What follows belongs to an exercise in optimizing a design on an open flow for small area and a short achievable clock period; a production flow would make more cautious choices.
Only simulation tests tie the RTL to the original design; equivalence was not proved.

--- design.v ---
module comp_bilerp_row #(parameter W = 16) (
    input  wire [W-1:0] a,       
    input  wire [W-1:0] b,       
    input  wire [7:0]   f,
    output wire [W+7:0] r
);
    wire [W-1:0] s0 = f[0] ? b : a;
    wire [W-1:0] s1 = f[1] ? b : a;
    wire [W-1:0] s2 = f[2] ? b : a;
    wire [W-1:0] s3 = f[3] ? b : a;
    wire [W-1:0] s4 = f[4] ? b : a;
    wire [W-1:0] s5 = f[5] ? b : a;
    wire [W-1:0] s6 = f[6] ? b : a;
    wire [W-1:0] s7 = f[7] ? b : a;
    assign r = {8'd0, a} + {8'd0, s0} + {7'd0, s1, 1'b0} + {6'd0, s2, 2'b0}
             + {5'd0, s3, 3'b0} + {4'd0, s4, 4'b0} + {3'd0, s5, 5'b0}
             + {2'd0, s6, 6'b0} + {1'd0, s7, 7'b0};
endmodule
module comp_bilerp (
    input  wire [15:0] t00,
    input  wire [15:0] t10,
    input  wire [15:0] t01,
    input  wire [15:0] t11,
    input  wire [7:0]  fu,
    input  wire [7:0]  fv,
    output wire [15:0] q
);
    wire [23:0] row0, row1;
    wire [31:0] acc;
    comp_bilerp_row #(16) u_r0 (.a(t00), .b(t10), .f(fu), .r(row0));
    comp_bilerp_row #(16) u_r1 (.a(t01), .b(t11), .f(fu), .r(row1));
    comp_bilerp_row #(24) u_v  (.a(row0), .b(row1), .f(fv), .r(acc));
    wire [31:0] accr = acc + 32'd32768;
    assign q = accr[31:16];
endmodule
module comp_pixel (
    input  wire        clk,
    input  wire        rst,
    input  wire        in_valid,
    input  wire        in_on_canvas,
    input  wire [3:0]  in_layer_en,      
    input  wire        in_base_hit,      
    input  wire [15:0] in_b00,
    input  wire [15:0] in_b10,
    input  wire [15:0] in_b01,
    input  wire [15:0] in_b11,
    input  wire [7:0]  in_bfu,
    input  wire [7:0]  in_bfv,
    input  wire [15:0] in_s00,
    input  wire [15:0] in_s10,
    input  wire [15:0] in_s01,
    input  wire [15:0] in_s11,
    input  wire [7:0]  in_sfu,
    input  wire [7:0]  in_sfv,
    input  wire [15:0] in_floor,
    input  wire [15:0] in_ceil,
    input  wire [7:0]  in_crema,
    input  wire        in_stitch_en,
    input  wire [16:0] in_wn,            
    input  wire        in_unif_en,
    input  wire [15:0] in_gain,          
    output reg         out_valid,
    output reg  [15:0] out_v,
    output reg  [15:0] out_pre,
    output reg         out_sat,
    output reg         out_l3
);
    reg        r_valid;
    reg        r_on_canvas;
    reg [3:0]  r_layer_en;
    reg        r_base_hit;
    reg [15:0] r_b00, r_b10, r_b01, r_b11;
    reg [7:0]  r_bfu, r_bfv;
    reg [15:0] r_s00, r_s10, r_s01, r_s11;
    reg [7:0]  r_sfu, r_sfv;
    reg [15:0] r_floor, r_ceil;
    reg [7:0]  r_crema;
    reg        r_stitch_en;
    reg [16:0] r_wn;
    reg        r_unif_en;
    reg [15:0] r_gain;
    always @(posedge clk) begin
        if (rst)
            r_valid <= 1'b0;
        else
            r_valid <= in_valid;
    end
    always @(posedge clk) begin
        r_on_canvas <= in_on_canvas;
        r_layer_en  <= in_layer_en;
        r_base_hit  <= in_base_hit;
        r_b00 <= in_b00;  r_b10 <= in_b10;  r_b01 <= in_b01;  r_b11 <= in_b11;
        r_bfu <= in_bfu;  r_bfv <= in_bfv;
        r_s00 <= in_s00;  r_s10 <= in_s10;  r_s01 <= in_s01;  r_s11 <= in_s11;
        r_sfu <= in_sfu;  r_sfv <= in_sfv;
        r_floor     <= in_floor;
        r_ceil      <= in_ceil;
        r_crema     <= in_crema;
        r_stitch_en <= in_stitch_en;
        r_wn        <= in_wn;
        r_unif_en   <= in_unif_en;
        r_gain      <= in_gain;
    end
    wire [15:0] base_q, sig_q;
    comp_bilerp u_base (
        .t00(r_b00), .t10(r_b10), .t01(r_b01), .t11(r_b11),
        .fu(r_bfu), .fv(r_bfv), .q(base_q)
    );
    comp_bilerp u_sig (
        .t00(r_s00), .t10(r_s10), .t01(r_s01), .t11(r_s11),
        .fu(r_sfu), .fv(r_sfv), .q(sig_q)
    );
    reg        p1_valid;
    reg [15:0] p1_b, p1_s, p1_f, p1_c, p1_g;
    reg [7:0]  p1_a;
    reg [16:0] p1_wn;
    always @(posedge clk) begin
        if (rst)
            p1_valid <= 1'b0;
        else
            p1_valid <= r_valid;
    end
    always @(posedge clk) begin
        p1_b  <= (r_on_canvas && r_layer_en[0] && r_base_hit) ? base_q : 16'd0;
        p1_s  <= (r_on_canvas && r_layer_en[1]) ? sig_q : 16'd0;
        p1_a  <= r_layer_en[2] ? r_crema : 8'd0;
        p1_f  <= (r_on_canvas && r_layer_en[3]) ? r_floor : 16'd0;
        p1_c  <= r_layer_en[3] ? r_ceil : 16'hFFFF;
        p1_wn <= r_stitch_en ? r_wn : 17'd65536;
        p1_g  <= r_unif_en ? r_gain : 16'd32768;
    end
    wire [23:0] att_p = p1_b * (8'd255 - p1_a);
    wire [40:0] ts_acc = {17'd0, att_p} + {9'd0, att_p, 8'd0} + {1'd0, att_p, 16'd0}
                       + {1'b0, p1_s, 24'd0} + 41'h807F7F;
    wire        sat_add = ts_acc[40];
    wire [15:0] ts_val  = sat_add ? 16'hFFFF : ts_acc[39:24];
    wire        l3_conf = p1_f > p1_c;
    wire [15:0] fl_val  = (ts_val < p1_f) ? p1_f : ts_val;
    wire [15:0] cl_val  = (fl_val > p1_c) ? p1_c : fl_val;
    reg        p2_valid;
    reg [15:0] p2_v, p2_g;
    reg [16:0] p2_wn;
    reg        p2_sat, p2_l3;
    always @(posedge clk) begin
        if (rst)
            p2_valid <= 1'b0;
        else
            p2_valid <= p1_valid;
    end
    always @(posedge clk) begin
        p2_v   <= cl_val;
        p2_sat <= sat_add;
        p2_l3  <= l3_conf;
        p2_wn  <= p1_wn;
        p2_g   <= p1_g;
    end
    wire [33:0] st_prod = p2_v * p2_wn + 34'd32768;
    wire [15:0] pre_val = st_prod[31:16];
    wire [32:0] g_prod  = pre_val * p2_g + 33'd16384;
    wire [17:0] g_q     = g_prod[32:15];
    wire        sat_g   = g_q > 18'd65535;
    wire [15:0] fin_val = sat_g ? 16'hFFFF : g_q[15:0];
    always @(posedge clk) begin
        if (rst)
            out_valid <= 1'b0;
        else
            out_valid <= p2_valid;
    end
    always @(posedge clk) begin
        out_v   <= fin_val;
        out_pre <= pre_val;
        out_sat <= p2_sat | sat_g;
        out_l3  <= p2_l3;
    end
endmodule
--- run.sh ---
#!/bin/bash
# synth_recipe.tcl (not shown) runs the flow's synth.tcl, then flattens the netlist and writes it again
# the make line also repeats each setting of config.mk as NAME=value (left out here)
make -C /OpenROAD-flow-scripts/flow DESIGN_CONFIG=/design/flow/config.mk WORK_HOME=/design/flow/orfs CLKGATE_MAP_FILE= SYNTH_SCRIPT=/design/flow/synth_recipe.tcl finish
--- config.mk ---
export PLATFORM = sky130hd
export DESIGN_NAME = comp_pixel
export DESIGN_NICKNAME = comp_pixel
export VERILOG_FILES = /design/flow/design.v
export SDC_FILE = /design/flow/constraint.sdc
export NUM_CORES = 4
export LEC_CHECK = 0
export CAP_MARGIN = 20
export CORE_MARGIN = 2
export CORE_UTILIZATION = 40
export PLACE_DENSITY = 0.6
export SLEW_MARGIN = 20
--- constraint.sdc ---
create_clock -name core_clock -period 55.0 [get_ports {clk}]
set_input_delay 11.0000 -clock core_clock [delete_from_list [all_inputs] [get_ports {clk}]]
set_output_delay 11.0000 -clock core_clock [all_outputs]
set_load 0.01 [all_outputs]
==> results.yml, run 1 <==
clocking:
  cts.repair.resized: 0
  root_buffer: "clkbuf_16"
  clock_latency_ns: 0.73
  clk_path_buf_depth: 3
  cts_inserted_buffers: 56
  cts.htree.levels: 2
  cts_setup_buffers: 0
  clock_sinks: 435
  ctsHoldBuffers: 0
  clk_pin_slew_ns: 0.07
  cts_tree: "yes"
placed_design:
  place_hpwl_mm: 134.1
  place_inst: 9422
  post-place-ws_ns: 40.96
  port_buffers: 278
  place_congestion: 0.8440
synth:
  ys_ff_latch: 435
  synth_area_per_cell_um2: 9.557
  synth_cell_type_count: 83
  netlist_area_mm2: 0.06856
  ys_warn_count: 1
  yosysSeqAreaShare: 0.1270
  ys_top_cells_by_area: "fa_1 36%, ha_1 14%, dfxtp_1 13%"
  synth_edf_count: 0
  synthCells: 7173
  async_reset_ff_frac: 0
  synth_top_area_frac: 0.3551
  synth_fp_nets: 9397
  yosysTopAreaCell: "fa_1"
  synth_flop_cell: "dfxtp_1"
routing:
  vias: 48260
  ant_nets: 0
  routed_via_density: 5.067
  drc_errors: 0
  drt_first_pass_iters: 5
  wirelength_mm: 168.9
  first_iter_violations: 2457
  wl_per_cell_um: 17.73
die:
  die_h_um: 418.0
  core_region_area_mm2: 0.1698
  initial_core_util: 0.4036
  die_area_mm2: 0.1747
  num_rows: 151
  ioPinCount: 279
  die_x_um: 418.0
worst_setup_path:
  worstPathRequired_ns: 55.57
  crit_path_start: "p1_a[4]$_SDFF_PN0_"
  cp-endpoint: "p2_v[6]$_DFF_P_"
  crit_arrival_ns: 14.52
  critPathSlowestCell: "dfxtp_1"
  regToRegSetupSlack_ns: 41.05
  r2r-end: "p2_v[6]$_DFF_P_"
  cp-end-kind: "flip-flop"
  crit_type: "reg2reg"
  crit_fanout: 24
  r2r-start: "p1_a[4]$_SDFF_PN0_"
  cpPeakStageDelay_ns: 0.72
  critPathLaunchType: "flip-flop"
  r2r_cells: 52
finish:
  layout.cells.non_filler: 9526
  drive_above_1_share: 0.03969
  finalNetCount: 9486
  reg_top3: "p1_wn: 17 flops, p2_wn: 17 flops, r_wn: 17 flops"
  area_growth_pct: 10.11
global_route:
  grt_pass1_wl_mm: 279.1
  grt_util_met2: 0.3452
  busiest_layer: "met2"
  grt_max_degree: 57
  grt_usage: 0.1980
  first_global_vias: 52430
  grt_util_met1: 0.2622
  overflow: 0
  gr-usage-met3: 0.02079
  antenna_found_initial: 2
outcome:
  run_status: "finished clean"
timing:
  rsz0062_at_grt: "no"
  slew_violations: 0
  fin_ws_ns: 41.05
  worst_pin_slew_ns: 1.096
  fin_crit_sh: 0.2536
  skew_ns: 0.05877
  timing.fmax_mhz: 71.69
  setup_tns_ns: 0
  hold_viol: 0
  finalWorstPathRequiredPeriod_ns: 13.95
  setup_viol: 0
  maxSlewHeadroom: 0.2643
min_path:
  hp-class: "reg2reg"
job:
  maxCapViolCount: 0
==> cell type report <==
type	instances	area (µm²)
fill	16260	94360
multi-input combinational	5023	53430
sequential	435	8733
inverter	1402	5263
timing repair buffer	344	3278
tap	2218	2775
clock buffer	65	1475
clock inverter	38	531.8
antenna	1	2.502
==> critical path, delay by kind of cell, from the launching register on <==
kind                     cells  cell delay (ns)
AND/OR/NAND/NOR              8             1.46
AO/OA/AOI/OAI               21             4.56
adder cells (fa/ha/maj)     12             4.70
buffers and inverters        6             0.58
multiplexers                 3             0.95
XOR/XNOR                     2             0.78
flip-flops                   1             0.72
==> layout by cell type, fill, tap and decap left out, drive strengths merged, types with 16 or more instances in the layout <==
master / synthesis / layout
a21o: 77 / 77
a21oi: 254 / 254
a31oi: 33 / 33
and2: 299 / 299
and3: 44 / 44
buf: 36 / 66
clkbuf: 277 / 65
clkdlybuf4s50: 0 / 278
dfxtp: 435 / 435
fa: 1216 / 1216
ha: 764 / 764
inv: 1401 / 1414
mux2: 66 / 66
mux2i: 523 / 523
nand2: 541 / 541
nand2b: 84 / 84
nand3: 52 / 52
nand4: 20 / 20
nor2: 265 / 265
nor2b: 109 / 109
nor3: 49 / 49
o211ai: 18 / 18
o21a: 22 / 22
o21ai: 265 / 265
o31ai: 16 / 16
xnor2: 109 / 109
xor2: 57 / 57
==> metrics by stage <==
stage          hold WS, ns  area (µm²)  utilization
6_report            0.3177       75490       0.4444
5_1_grt             0.3269       75480       0.4444
4_1_cts             0.3166       75460       0.4443
3_5_place_dp        0.3121       73460       0.4325
3_3_place_gp        0.3128       73450       0.4324
2_1_floorplan       0.3096       68560            -
==> worst min path at each step <==
stage,start,end,depth (start not counted)
2_1_floorplan,p2_l3$_DFF_P_,out_l3$_DFF_P_,0
3_3_place_gp,p1_wn[11]$_SDFF_PN0_,p2_wn[11]$_DFF_P_,0
3_5_place_dp,p1_g[5]$_SDFF_PN0_,p2_g[5]$_DFF_P_,0
4_1_cts,p1_wn[4]$_SDFF_PN0_,p2_wn[4]$_DFF_P_,0
5_1_grt,p1_g[9]$_SDFF_PN0_,p2_g[9]$_DFF_P_,0
6_report,p1_wn[4]$_SDFF_PN0_,p2_wn[4]$_DFF_P_,0
==> metal layers <==
| layer | vias up | wire, µm | share of wire |
|---|---|---|---|
| li1 | 22670 | - | - |
| met1 | 24430 | 75060 | 0.44 |
| met2 | 948 | 83570 | 0.49 |
| met3 | 216 | 6555 | 0.039 |
| met4 | 0 | 3727 | 0.022 |
| met5 | - | 0 | 0 |
==> cell usage after synthesis (all sizes together), types with 13 or more instances <==
cell,instances
nor3,49
fa,1216
nand3,52
o21ai,265
and2,299
mux2i,523
nand2,541
nand2b,84
a211oi,13
a21oi,254
dfxtp,435
and3,44
clkbuf,277
nand4,20
buf,36
mux2,66
xor2,57
o211ai,18
nor2b,109
a31oi,33
inv,1401
xnor2,109
or3,13
o21a,22
nor2,265
o31ai,16
ha,764
a21o,77
==> logic make-up (layout without fill, tap and decap cells) <==
group                      after synthesis  count (layout)  share of synthesized area
adders and majority gates             1980            1980                     0.4945
muxes                                  589             589                    0.08720
xor gates and xnor gates               166             166                    0.02154
buffers and inverters                 1715            1849                    0.09427
other                                    0               1                          0
and+or+nand+nor                       1517            1517                     0.1080
DFF                                    435             435                     0.1270
AOI/OAI and AO/OA                      771             771                    0.06747
==> inputs of run 2 (changes only) <==
--- a/design.v
+++ b/design.v
@@ -3,4 +3,5 @@
     input  wire [W-1:0] b,       
     input  wire [7:0]   f,
+    input  wire [W-1:0] c,       
     output wire [W+7:0] r
 );
@@ -15,5 +16,5 @@
     assign r = {8'd0, a} + {8'd0, s0} + {7'd0, s1, 1'b0} + {6'd0, s2, 2'b0}
              + {5'd0, s3, 3'b0} + {4'd0, s4, 4'b0} + {3'd0, s5, 5'b0}
-             + {2'd0, s6, 6'b0} + {1'd0, s7, 7'b0};
+             + {2'd0, s6, 6'b0} + {1'd0, s7, 7'b0} + {8'd0, c};
 endmodule
 module comp_bilerp (
@@ -28,9 +29,8 @@
     wire [23:0] row0, row1;
     wire [31:0] acc;
-    comp_bilerp_row #(16) u_r0 (.a(t00), .b(t10), .f(fu), .r(row0));
-    comp_bilerp_row #(16) u_r1 (.a(t01), .b(t11), .f(fu), .r(row1));
-    comp_bilerp_row #(24) u_v  (.a(row0), .b(row1), .f(fv), .r(acc));
-    wire [31:0] accr = acc + 32'd32768;
-    assign q = accr[31:16];
+    comp_bilerp_row #(16) u_r0 (.a(t00), .b(t10), .f(fu), .c(16'd0), .r(row0));
+    comp_bilerp_row #(16) u_r1 (.a(t01), .b(t11), .f(fu), .c(16'd0), .r(row1));
+    comp_bilerp_row #(24) u_v  (.a(row0), .b(row1), .f(fv), .c(24'd32768), .r(acc));
+    assign q = acc[31:16];
 endmodule
 module comp_pixel (
@@ -136,6 +136,8 @@
     wire [15:0] ts_val  = sat_add ? 16'hFFFF : ts_acc[39:24];
     wire        l3_conf = p1_f > p1_c;
-    wire [15:0] fl_val  = (ts_val < p1_f) ? p1_f : ts_val;
-    wire [15:0] cl_val  = (fl_val > p1_c) ? p1_c : fl_val;
+    wire        v_lo    = ts_val < p1_f;
+    wire        v_hi    = ts_val > p1_c;
+    wire [15:0] cl_val  = (l3_conf || (v_hi && !v_lo)) ? p1_c :
+                          v_lo ? p1_f : ts_val;
     reg        p2_valid;
     reg [15:0] p2_v, p2_g;
@@ -156,6 +158,20 @@
     end
     wire [33:0] st_prod = p2_v * p2_wn + 34'd32768;
-    wire [15:0] pre_val = st_prod[31:16];
-    wire [32:0] g_prod  = pre_val * p2_g + 33'd16384;
+    reg        p3_valid;
+    reg [15:0] p3_pre, p3_g;
+    reg        p3_sat, p3_l3;
+    always @(posedge clk) begin
+        if (rst)
+            p3_valid <= 1'b0;
+        else
+            p3_valid <= p2_valid;
+    end
+    always @(posedge clk) begin
+        p3_pre <= st_prod[31:16];
+        p3_g   <= p2_g;
+        p3_sat <= p2_sat;
+        p3_l3  <= p2_l3;
+    end
+    wire [32:0] g_prod  = p3_pre * p3_g + 33'd16384;
     wire [17:0] g_q     = g_prod[32:15];
     wire        sat_g   = g_q > 18'd65535;
@@ -165,11 +181,11 @@
             out_valid <= 1'b0;
         else
-            out_valid <= p2_valid;
+            out_valid <= p3_valid;
     end
     always @(posedge clk) begin
         out_v   <= fin_val;
-        out_pre <= pre_val;
-        out_sat <= p2_sat | sat_g;
-        out_l3  <= p2_l3;
+        out_pre <= p3_pre;
+        out_sat <= p3_sat | sat_g;
+        out_l3  <= p3_l3;
     end
 endmodule
==> run 2 against run 1 <==
Against the previous run:
- still clean
- first-iteration DRC count is 0.73% lower
- count of clock-buffer cells in the layout is 4 higher
- register-to-register slack improved by 1.8 ns
- fmax is 11% higher
- setup slack improved by 1.4 ns
- critical path depth decreased by 51
- die area up 1.2%
- non-clock buffer count fell by 14
- core utilization fell by 0.11 points
- flip-flop and latch count grew 35
- clock skew decreased by 0.023 ns
==> results.yml, run 2 <==
outcome:
  run_status: "finished clean"
finish:
  fillers: 16660
  reg_top3: "p1_wn: 17 flops, p2_wn: 17 flops, r_wn: 17 flops"
  area_growth_pct: 9.821
  layout_common_cells: "1380 x inv_1, 1216 x fa_1, 764 x ha_1"
  drive_above_1_share: 0.04311
  design_area_mm2: 0.07623
  final_common_cell: "inv_1"
  finalNetCount: 9579
synth:
  synth_top_cells_by_count: "1380 x inv_1, 1216 x fa_1, 764 x ha_1, 654 x nand2_1, 470 x dfxtp_1"
  synthCells: 7290
  async_reset_ff_frac: 0
  synth_fp_nets: 9514
  yosysSeqAreaShare: 0.1356
  ys_ff_latch: 470
  ys_top_cells_by_area: "fa_1 35%, ha_1 14%, dfxtp_1 14%"
  ys_warn_count: 1
  yosysMostFrequentCell: "inv_1"
  synth_top_area_frac: 0.3507
  synth_cell_type_count: 75
  synth_flop_cell: "dfxtp_1"
  netlist_area_mm2: 0.06941
  synth_edf_count: 0
  yosysTopAreaCell: "fa_1"
  synth_area_per_cell_um2: 9.521
timing:
  worst_pin_slew_ns: 1.118
  skew_ns: 0.03591
  maxSlewHeadroom: 0.2492
  hold_viol: 0
  fin_crit_sh: 0.2285
  setup_viol: 0
  finalWorstPathRequiredPeriod_ns: 12.57
  slew_violations: 0
  timing.fmax_mhz: 79.56
  rsz0062_at_grt: "no"
  setup_tns_ns: 0
die:
  die_area_mm2: 0.1769
  num_rows: 152
  die_x_um: 420.6
  ioPinCount: 279
  initial_core_util: 0.4037
  die_h_um: 420.6
  core_region_area_mm2: 0.1719
worst_setup_path:
  worstPathRequired_ns: 44.00
  critPathLaunchType: "flip-flop"
  crit_type: "reg2out"
  crit_family: "buffers and inverters"
  crit_arrival_ns: 1.57
  cpPeakStageDelay_ns: 0.56
  path_buf_inv: 1
  path_cells: "clkdlybuf4s50_1"
  cp-end-kind: "output port"
  critPathSlowestCell: "clkdlybuf4s50_1"
  crit_fanout: 1
placed_design:
  place_congestion: 0.8665
  port_buffers: 278
  place_area_mm2: 0.07427
  place_hpwl_mm: 130.9
clocking:
  clk_path_buf_depth: 3
  clk_pin_slew_ns: 0.06
  cts_setup_buffers: 0
  root_buffer: "clkbuf_16"
  cts_inserted_buffers: 54
  clock_latency_ns: 0.71
  ctsHoldBuffers: 0
  cts_tree: "yes"
  cts.repair.resized: 0
  clock_sinks: 470
  cts.htree.levels: 2
global_route:
  grt_pass1_wl_mm: 274.4
  first_global_vias: 52730
  overflow: 0
  grt_max_degree: 57
  grt_usage: 0.1913
  antenna_found_initial: 3
routing:
  wl_per_cell_um: 16.88
  drt_first_pass_iters: 8
  first_iter_violations: 2439
  routed_via_density: 5.024
  wirelength_mm: 164.0
  ant_nets: 0
  vias: 48810
  drc_errors: 0
job:
  maxCapViolCount: 0
min_path:
  hp-class: "reg2reg"
[run 2: area by class of cell]
class / count / area [µm²] / share of cell area
clock buffers: 69 / 1499 / 0.01966
flip-flops and latches: 470 / 9432 / 0.1237
inverters: 1380 / 5180 / 0.06795
clock inverters: 32 / 429.2 / 0.005630
repair buffers: 330 / 3173 / 0.04163
multi-input cells: 5119 / 53610 / 0.7033
well taps: 2310 / 2890 / 0.03792
diodes: 5 / 12.51 / 0.0001641
[run 2: routing by layer]
metal  track usage  vias up  wire length, µm
li1              -    23060                -
met1        0.2514    24550            71870
met2        0.3356     1010            81700
met3       0.02018      188             6714
met4       0.04726        0             3750
met5             0        -                0
[run 2: final timing paths]
kind	from	endpoint	slack, ns	cells after the start
worst max register to register	p1_a[7]$_SDFF_PN0_	p2_v[15]$_DFF_P_	42.89	45
worst min-delay path	p1_wn[3]$_SDFF_PN0_	p2_wn[3]$_DFF_P_	0.32	0
worst min register to register	p1_wn[3]$_SDFF_PN0_	p2_wn[3]$_DFF_P_	0.32	0
worst max-delay path	out_v[11]$_SDFF_PP1_	out_v[11]	42.43	1
[run 2: through the flow]
stage	worst slack [ns]	cells	hold WS [ns]	utilization
6_report	42.43	9715	0.3220	0.4434
5_1_grt	42.06	9714	0.3299	0.4434
4_1_cts	42.34	9709	0.3248	0.4432
3_5_place_dp	43.02	9608	0.3121	0.4320
3_3_place_gp	43.18	9608	0.3124	0.4320
2_1_floorplan	43.67	7290	0.3096	-
[run 2: kinds of logic after synthesis]
logic type               count (synthesis)  synth area share
adder cells (fa/ha/maj)               1980            0.4884
buffers and inverters                 1701           0.09251
AND/OR/NAND/NOR                       1619            0.1133
AO/OA/AOI/OAI                          857           0.07546
multiplexers                           510           0.07544
flip-flops                             470            0.1356
XOR/XNOR                               153           0.01931

-- afterwards: timing with drivers on the ports --
The results above use ideal ports. As a check the final layouts listed here were re-extracted and re-timed, cells and wires unchanged. Step 1, drivers: a clkbuf_16 drives clk and a buf_2 each remaining input, both assumed. Step 2 moves the port delays by t, midway between the first and last clock arrival at a register: inputs arrive t later, outputs are due t later. That takes back most of the time a late clock gives input paths. Three values: ideal ports, drivers, drivers and shift; two values: the first two.
run | t, ns | slack for setup (ns) | worst slew at a driven data input, ns | cell pins on the clock port's net
run 1 | 0.774 | 41.052 / 41.052 / 41.052 | 0.06 | 1
run 2 | 0.774 | 42.431 / 42.345 / 42.894 | 0.05 | 1
After both steps every run listed still meets setup and hold.
